From an optimization exercise on the open Yosys and OpenROAD flow, aimed at small area, a short achievable clock period and few clock cycles per item; shortcuts taken in it are not production practice.
The RTL was checked by simulation tests, not by an equivalence proof against the original design.

Setup of job 8394:
Design elrek_tx, start of the top module:
module elrek_tx (
    input  wire         clk,
    input  wire         rst,
    input  wire [30:0]  seed,
    input  wire         st_valid,
    output wire         st_ready,
    input  wire [3:0]   st_type,
    input  wire [3:0]   st_seq,
    input  wire [511:0] st_payload,
    output reg          tx_valid,
    output reg  [31:0]  tx_data
);
Size: about 590 I/O pins, about 36000 um^2 of cells after synthesis.
==> flow/config.mk <==
export PLATFORM = sky130hd
export DESIGN_NAME = elrek_tx
export DESIGN_NICKNAME = elrek_tx
export VERILOG_FILES = /design/flow/design.v
export SDC_FILE = /design/flow/constraint.sdc
export NUM_CORES = 8
export LEC_CHECK = 0
export CAP_MARGIN = 20
export CORE_MARGIN = 2
export CORE_UTILIZATION = 55
export SLEW_MARGIN = 20
export SYNTH_HIERARCHICAL = 1
==> flow/constraint.sdc <==
create_clock -name core_clock -period 80.0 [get_ports {clk}]
set_input_delay 16.0000 -clock core_clock [delete_from_list [all_inputs] [get_ports {clk}]]
set_output_delay 16.0000 -clock core_clock [all_outputs]
set_load 0.01 [all_outputs]
standard.sh (not shown) runs the stock make flow with config.mk's settings and CLKGATE_MAP_FILE= SYNTH_SCRIPT=/design/flow/synth_recipe.tcl, a recipe that flattens the netlist after the stock synthesis.
==> flow/flow/run.sh <==
#!/bin/bash
# The standard layout (standard.sh), with these ORFS settings changed:
#  - ABC_LOAD_IN_FF=1: ABC sizes the small one-gate modules of the datapath
#    for a light load instead of upsizing them;
#  - port buffers use the smallest buffer cell (buf_1) rather than the delay
#    cell that buffer_ports picks by default;
#  - clock tree: clkbuf_16 buffers, sinks clustered in groups of up to 24
#    within 120 um, no dummy loads;
#  - repair_timing aims at a setup slack of 63.3 ns (the clock is 80 ns, the
#    I/O delays 16 ns each), without cloning gates.
# Each ORFS step keeps its own log under orfs/logs; make's output goes to
# standard.log.
set -euo pipefail
bash standard.sh ABC_LOAD_IN_FF=1 SETUP_SLACK_MARGIN=63.3 SKIP_GATE_CLONING=1 \
    "BUFFER_PORTS_ARGS=-buffer_cell sky130_fd_sc_hd__buf_1" \
    "CTS_ARGS=-sink_clustering_enable -repair_clock_nets -sink_clustering_size 32 -sink_clustering_max_diameter 90 -buf_list sky130_fd_sc_hd__clkbuf_16 -dont_use_dummy_load" \
    finish > standard.log 2>&1
Testbench counts of job 8394, summed over its fixed seeds: cycles 52,836, items 3,200.
> inputs changed (job 8394 -> job 1154)
Settings: changing CORE_UTILIZATION from 55 to 45.
-- flow/flow/run.sh --
<<< job 8394, line 14
bash standard.sh ABC_LOAD_IN_FF=1 SETUP_SLACK_MARGIN=63.3 SKIP_GATE_CLONING=1 \
    "BUFFER_PORTS_ARGS=-buffer_cell sky130_fd_sc_hd__buf_1" \
    "CTS_ARGS=-sink_clustering_enable -repair_clock_nets -sink_clustering_size 32 -sink_clustering_max_diameter 90 -buf_list sky130_fd_sc_hd__clkbuf_16 -dont_use_dummy_load" \
    finish > standard.log 2>&1
>>> job 1154, line 14
bash standard.sh ABC_LOAD_IN_FF=1 SETUP_SLACK_MARGIN=63.3 SKIP_GATE_CLONING=1 \
    "BUFFER_PORTS_ARGS=-buffer_cell sky130_fd_sc_hd__buf_1" \
    "CTS_ARGS=-sink_clustering_enable -repair_clock_nets -sink_clustering_size 24 -sink_clustering_max_diameter 120 -buf_list sky130_fd_sc_hd__clkbuf_16 -dont_use_dummy_load" \
    finish > standard.log 2>&1
--- outcome ---
Job 1154 completed every stage of the flow, and the final layout passed the timing, design-rule and antenna checks. Job 1154: mean routed wirelength per cell is 0.60 um lower than what job 8394 reported. Delta (job 1154 minus job 8394): via count normalized by instance count shows a reduction of 5.4%; sequential share of layout area shows a reduction of 0.45 points; count of inserted tapcells shows an increase of about 23%; post-cts gate resize count shows an increase of 2; final area shows an increase of 370 um^2. Diff job 1154 and job 8394: data arrival time of the critical path lower in job 1154. Compared with job 8394, in job 1154 cell count after placement now sits higher.
The following lists how job 5960 was set up differently from job 1154:
Settings: CORE_UTILIZATION changed from 45 to 55.
-- flow/flow/run.sh --
<<< job 1154, line 14
bash standard.sh ABC_LOAD_IN_FF=1 SETUP_SLACK_MARGIN=63.3 SKIP_GATE_CLONING=1 \
    "BUFFER_PORTS_ARGS=-buffer_cell sky130_fd_sc_hd__buf_1" \
    "CTS_ARGS=-sink_clustering_enable -repair_clock_nets -sink_clustering_size 24 -sink_clustering_max_diameter 120 -buf_list sky130_fd_sc_hd__clkbuf_16 -dont_use_dummy_load" \
    finish > standard.log 2>&1
>>> job 5960, line 14
bash standard.sh ABC_LOAD_IN_FF=1 SETUP_SLACK_MARGIN=63.3 SKIP_GATE_CLONING=1 \
    "BUFFER_PORTS_ARGS=-buffer_cell sky130_fd_sc_hd__buf_1" \
    "CTS_ARGS=-sink_clustering_enable -repair_clock_nets -sink_clustering_size 28 -sink_clustering_max_diameter 100 -buf_list sky130_fd_sc_hd__clkbuf_16 -dont_use_dummy_load" \
    finish > standard.log 2>&1
--- outcome ---
- Looking at job 1154 and job 5960, the part of the cycle the worst path needs is a wash.
- Diff job 1154 -> job 5960: signal arrival time at the worst endpoint now sits higher.
#### Input delta (job 4097 over job 5960)
-- flow/flow/run.sh --
<<< job 5960, line 14
bash standard.sh ABC_LOAD_IN_FF=1 SETUP_SLACK_MARGIN=63.3 SKIP_GATE_CLONING=1 \
    "BUFFER_PORTS_ARGS=-buffer_cell sky130_fd_sc_hd__buf_1" \
    "CTS_ARGS=-sink_clustering_enable -repair_clock_nets -sink_clustering_size 28 -sink_clustering_max_diameter 100 -buf_list sky130_fd_sc_hd__clkbuf_16 -dont_use_dummy_load" \
    finish > standard.log 2>&1
>>> job 4097, line 14
bash standard.sh ABC_LOAD_IN_FF=1 SETUP_SLACK_MARGIN=63.3 SKIP_GATE_CLONING=1 \
    "BUFFER_PORTS_ARGS=-buffer_cell sky130_fd_sc_hd__buf_1" \
    "CTS_ARGS=-sink_clustering_enable -repair_clock_nets -sink_clustering_size 24 -sink_clustering_max_diameter 120 -buf_list sky130_fd_sc_hd__clkbuf_16 -dont_use_dummy_load" \
    finish > standard.log 2>&1
Results
- Setup slack after layout, job 5960 and job 4097, higher one = job 4097.
- When the final numbers for job 5960 and job 4097 were put side by side, the area growth from synthesis to layout turned out to be smaller in job 5960.
- Routed via count delta (job 4097 -> job 5960): insignificant
- Summary of job 4097 over job 5960: number of standard cells in the final layout excluding fillers saw little to no change.


Setup of willow:
elrek_tx, a different RTL version from the one above (not shown whole).
Size in the first run: roughly 660 flip-flops, roughly 590 I/O pins, about 37000 um2 of cells after synthesis.
clock: 80.0 ns
lec_check: 0
cap_margin: 20
core_margin: 2
core_utilization: 55
gpl_timing_driven: 0
slew_margin: 20
synth_hierarchical: 1
==> flow/flow/run.sh <==
#!/bin/bash
# The standard layout (standard.sh), with these ORFS settings changed:
#  - ABC_LOAD_IN_FF=1: ABC sizes the small one-gate modules of the datapath
#    for a light load instead of upsizing them;
#  - port buffers use the smallest buffer cell (buf_1) rather than the delay
#    cell that buffer_ports picks by default;
#  - clock tree: clkbuf_16 buffers, sinks clustered in groups of up to 24
#    within 120 um, no dummy loads;
#  - repair_timing aims at a setup slack of 63.3 ns (the clock is 80 ns, the
#    I/O delays 16 ns each), without cloning gates.
# Each ORFS step keeps its own log under orfs/logs; make's output goes to
# standard.log.
set -euo pipefail
bash standard.sh ABC_LOAD_IN_FF=1 SETUP_SLACK_MARGIN=63.3 SKIP_GATE_CLONING=1 \
    "BUFFER_PORTS_ARGS=-buffer_cell sky130_fd_sc_hd__buf_1" \
    "CTS_ARGS=-sink_clustering_enable -repair_clock_nets -sink_clustering_size 24 -sink_clustering_max_diameter 120 -buf_list sky130_fd_sc_hd__clkbuf_16 -dont_use_dummy_load" \
    finish > standard.log 2>&1
Testbench counts of willow, summed over its fixed seeds: cycles 52,836, items 3,200.
Modified inputs, sierra compared to willow
- a deleted GPL_TIMING_DRIVEN that had been 0
Results
sierra: no failed stages, no open violations at the end
sierra vs. willow: met1 track demand over resource now smaller; post-route cell area went down; area growth from synthesis to layout moved down; highest attainable clock frequency was more or less identical; largest net degree at the start of global routing went up.
sierra against willow; aggregate routed wire length is up slightly.
sierra and willow ended up with roughly the same wire length of the first global-routing pass.
In the flow results for sierra and willow, the core utilization is larger on willow.
--- input diff sierra..violet ---
- swapping 20 for 5 in CAP_MARGIN
- swapping 20 for 5 in SLEW_MARGIN
[summary]
Of violet and sierra, sierra shows the higher critical path data arrival time, with violet below it.
Delta (violet minus sierra): post-synthesis xor/xnor area fraction held; final instance count without filler cells about even.
Sort violet and sierra by post-layout minimum cycle time, ascending, and violet comes first.
Final area: violet vs sierra — no meaningful difference
In the tables for violet and sierra, met3 usage in global routing reads lower with violet.
violet leaves more setup margin than sierra.
NOTE: number of antenna violations at the first check in global routing in violet falls short of that of sierra
Comparing violet against sierra, there is no change at all in largest net degree at the start of global routing.
sierra reports its end of the critical path as tx_data[6] while violet reports st_ready.


build 27:
Another version of the RTL of elrek_tx (not shown whole).
Size in the first run: roughly 2600 cells after synthesis, ~660 flip-flops, ~590 I/O pins, ~36000 µm² of cells after synthesis.
Design elrek_tx, start of the top module:
module elrek_tx (
    input  wire         clk,
    input  wire         rst,
    input  wire [30:0]  seed,
    input  wire         st_valid,
    output wire         st_ready,
    input  wire [3:0]   st_type,
    input  wire [3:0]   st_seq,
    input  wire [511:0] st_payload,
    output reg          tx_valid,
    output reg  [31:0]  tx_data
);
==> flow/config.mk <==
export PLATFORM = sky130hd
export DESIGN_NAME = elrek_tx
export DESIGN_NICKNAME = elrek_tx
export VERILOG_FILES = /design/flow/design.v
export SDC_FILE = /design/flow/constraint.sdc
export NUM_CORES = 8
export LEC_CHECK = 0
export CAP_MARGIN = 20
export CORE_MARGIN = 2
export CORE_UTILIZATION = 55
export SLEW_MARGIN = 20
export SYNTH_HIERARCHICAL = 1
==> flow/constraint.sdc <==
create_clock -name core_clock -period 80.0 [get_ports {clk}]
set_input_delay 16.0000 -clock core_clock [delete_from_list [all_inputs] [get_ports {clk}]]
set_output_delay 16.0000 -clock core_clock [all_outputs]
set_load 0.01 [all_outputs]
==> flow/flow/run.sh <==
#!/bin/bash
# The standard layout (standard.sh), with these ORFS settings changed:
#  - ABC_LOAD_IN_FF=1: ABC sizes the small one-gate modules of the datapath
#    for a light load instead of upsizing them;
#  - port buffers use the smallest buffer cell (buf_1) rather than the delay
#    cell that buffer_ports picks by default;
#  - clock tree: clkbuf_16 buffers, sinks clustered in groups of up to 24
#    within 120 um, no dummy loads;
#  - repair_timing aims at a setup slack of 63.3 ns (the clock is 80 ns, the
#    I/O delays 16 ns each), without cloning gates.
# Each ORFS step keeps its own log under orfs/logs; make's output goes to
# standard.log.
set -euo pipefail
bash standard.sh ABC_LOAD_IN_FF=1 SETUP_SLACK_MARGIN=63.5 SKIP_GATE_CLONING=1 MATCH_CELL_FOOTPRINT=0 \
    "BUFFER_PORTS_ARGS=-buffer_cell sky130_fd_sc_hd__buf_1" \
    "CTS_ARGS=-sink_clustering_enable -repair_clock_nets -sink_clustering_size 24 -sink_clustering_max_diameter 120 -buf_list sky130_fd_sc_hd__clkbuf_16 -dont_use_dummy_load" \
    finish > standard.log 2>&1
Build 27: done, clean on timing, DRC and antenna
Testbench counts of build 27, summed over its fixed seeds: cycles 52,836, items 3,200.
Edits applied to the flow inputs when going from build 27 to build 15:
diff --git a/flow/flow/run.sh b/flow/flow/run.sh
--- a/flow/flow/run.sh
+++ b/flow/flow/run.sh
@@ -14 +14 @@
-bash standard.sh ABC_LOAD_IN_FF=1 SETUP_SLACK_MARGIN=63.5 SKIP_GATE_CLONING=1 MATCH_CELL_FOOTPRINT=0 \
+bash standard.sh ABC_LOAD_IN_FF=1 SETUP_SLACK_MARGIN=63.3 SKIP_GATE_CLONING=1 \
@@ -16 +16 @@
-    "CTS_ARGS=-sink_clustering_enable -repair_clock_nets -sink_clustering_size 24 -sink_clustering_max_diameter 120 -buf_list sky130_fd_sc_hd__clkbuf_16 -dont_use_dummy_load" \
+    "CTS_ARGS=-sink_clustering_enable -repair_clock_nets -sink_clustering_size 16 -sink_clustering_max_diameter 90 -buf_list {sky130_fd_sc_hd__clkbuf_8 sky130_fd_sc_hd__clkbuf_16} -dont_use_dummy_load" \
Results
- Build 15 vs. build 27: global-route wire length before repair closely matched the old numbers; fraction of final layout cells with drive strength greater than 1 essentially unchanged; highest achievable clock rate was more or less identical.
- Core utilization (higher): build 15
- On final critical delay including setup and external delays, build 15 does worse than build 27.
- The routed wire length was comparable across build 27 and build 15.
### build 15 -> build 61
diff --git a/flow/flow/run.sh b/flow/flow/run.sh
--- a/flow/flow/run.sh
+++ b/flow/flow/run.sh
@@ -16 +16 @@
-    "CTS_ARGS=-sink_clustering_enable -repair_clock_nets -sink_clustering_size 16 -sink_clustering_max_diameter 90 -buf_list {sky130_fd_sc_hd__clkbuf_8 sky130_fd_sc_hd__clkbuf_16} -dont_use_dummy_load" \
+    "CTS_ARGS=-sink_clustering_enable -repair_clock_nets -sink_clustering_size 26 -sink_clustering_max_diameter 110 -buf_list sky130_fd_sc_hd__clkbuf_16 -dont_use_dummy_load" \
Findings:
Build 61 vs. build 15: via density per instance held steady, area share of buffers outside the clock network held steady, setup slack shrank by 65 ps. The lower utilization after layout came out of build 61. Build 15 -> build 61: design area decreased slightly. Between build 15 and build 61, the endpoint required time on the critical path does not differ in any meaningful way. Build 61 vs build 15: arrival time at the worst endpoint up in build 61. Of build 61 and build 15, build 61 shows the lower total global routing track utilization, with build 15 above it. Clock-buffer cell count is lower on build 61.
### build 61 -> build 77
diff --git a/flow/flow/run.sh b/flow/flow/run.sh
--- a/flow/flow/run.sh
+++ b/flow/flow/run.sh
@@ -16 +16 @@
-    "CTS_ARGS=-sink_clustering_enable -repair_clock_nets -sink_clustering_size 26 -sink_clustering_max_diameter 110 -buf_list sky130_fd_sc_hd__clkbuf_16 -dont_use_dummy_load" \
+    "CTS_ARGS=-sink_clustering_enable -repair_clock_nets -sink_clustering_size 24 -sink_clustering_max_diameter 120 -buf_list sky130_fd_sc_hd__clkbuf_16 -dont_use_dummy_load" \
Findings:
For total routed wirelength, build 61 and build 77 come out practically identical.
Going from build 61 to build 77, DRC marker count from the first detailed-route iteration down 54; area growth from synthesis to final layout shows an increase of 0.24 points; minimum setup slack in the final design went up 82 ps; minimum hold slack closely matched the old numbers.
Cmp build 77 and build 61 / global-route usage / higher: build 77

[separate check: timing with driven ports]
The flow's constraints put no driver on any port. The routed layouts listed below were extracted and timed again, unchanged, in two steps.
Step 1: set_driving_cell puts a clkbuf_16 on clk and a buf_2 on each other input, an assumption about the parent block.
Step 2, shift: input delay + t, output delay - t, t = (earliest + latest rising clock arrival at the registers) / 2. This alone moves slack from input paths to output paths.
Slacks: ideal / step 1 / step 2; pairs: ideal / step 1.
| run | shift t [ns] | setup slack, ns | slew at the worst register clock pin (ns) | cell pins on the clock port's net |
|---|---|---|---|---|
| job 8394 | 0.695 | 62.913 / 62.845 / 62.683 | 0.12 / 0.12 | 1 |
| job 1154 | 0.649 | 62.973 / 62.900 / 62.776 | 0.11 / 0.11 | 1 |
| job 5960 | 0.699 | 62.887 / 62.818 / 62.703 | 0.11 / 0.11 | 1 |
| job 4097 | 0.637 | 62.958 / 62.888 / 62.732 | 0.12 / 0.12 | 1 |
| willow | 0.642 | 62.951 / 62.886 / 62.773 | 0.11 / 0.11 | 1 |
| sierra | 0.637 | 62.952 / 62.886 / 62.758 | 0.11 / 0.11 | 1 |
| violet | 0.635 | 62.978 / 62.911 / 62.756 | 0.11 / 0.11 | 1 |
| build 27 | 0.641 | 62.968 / 62.899 / 62.953 | 0.11 / 0.11 | 1 |
| build 15 | 0.665 | 62.963 / 62.894 / 62.688 | 0.08 / 0.08 | 1 |
| build 61 | 0.697 | 62.899 / 62.828 / 62.697 | 0.11 / 0.11 | 1 |
| build 77 | 0.637 | 62.981 / 62.911 / 62.711 | 0.10 / 0.10 | 1 |
After both steps every run listed still meets setup and hold. The setup slack of build 15, which loses most, moves by -0.069 ns with the drivers and by -0.275 ns with both steps.
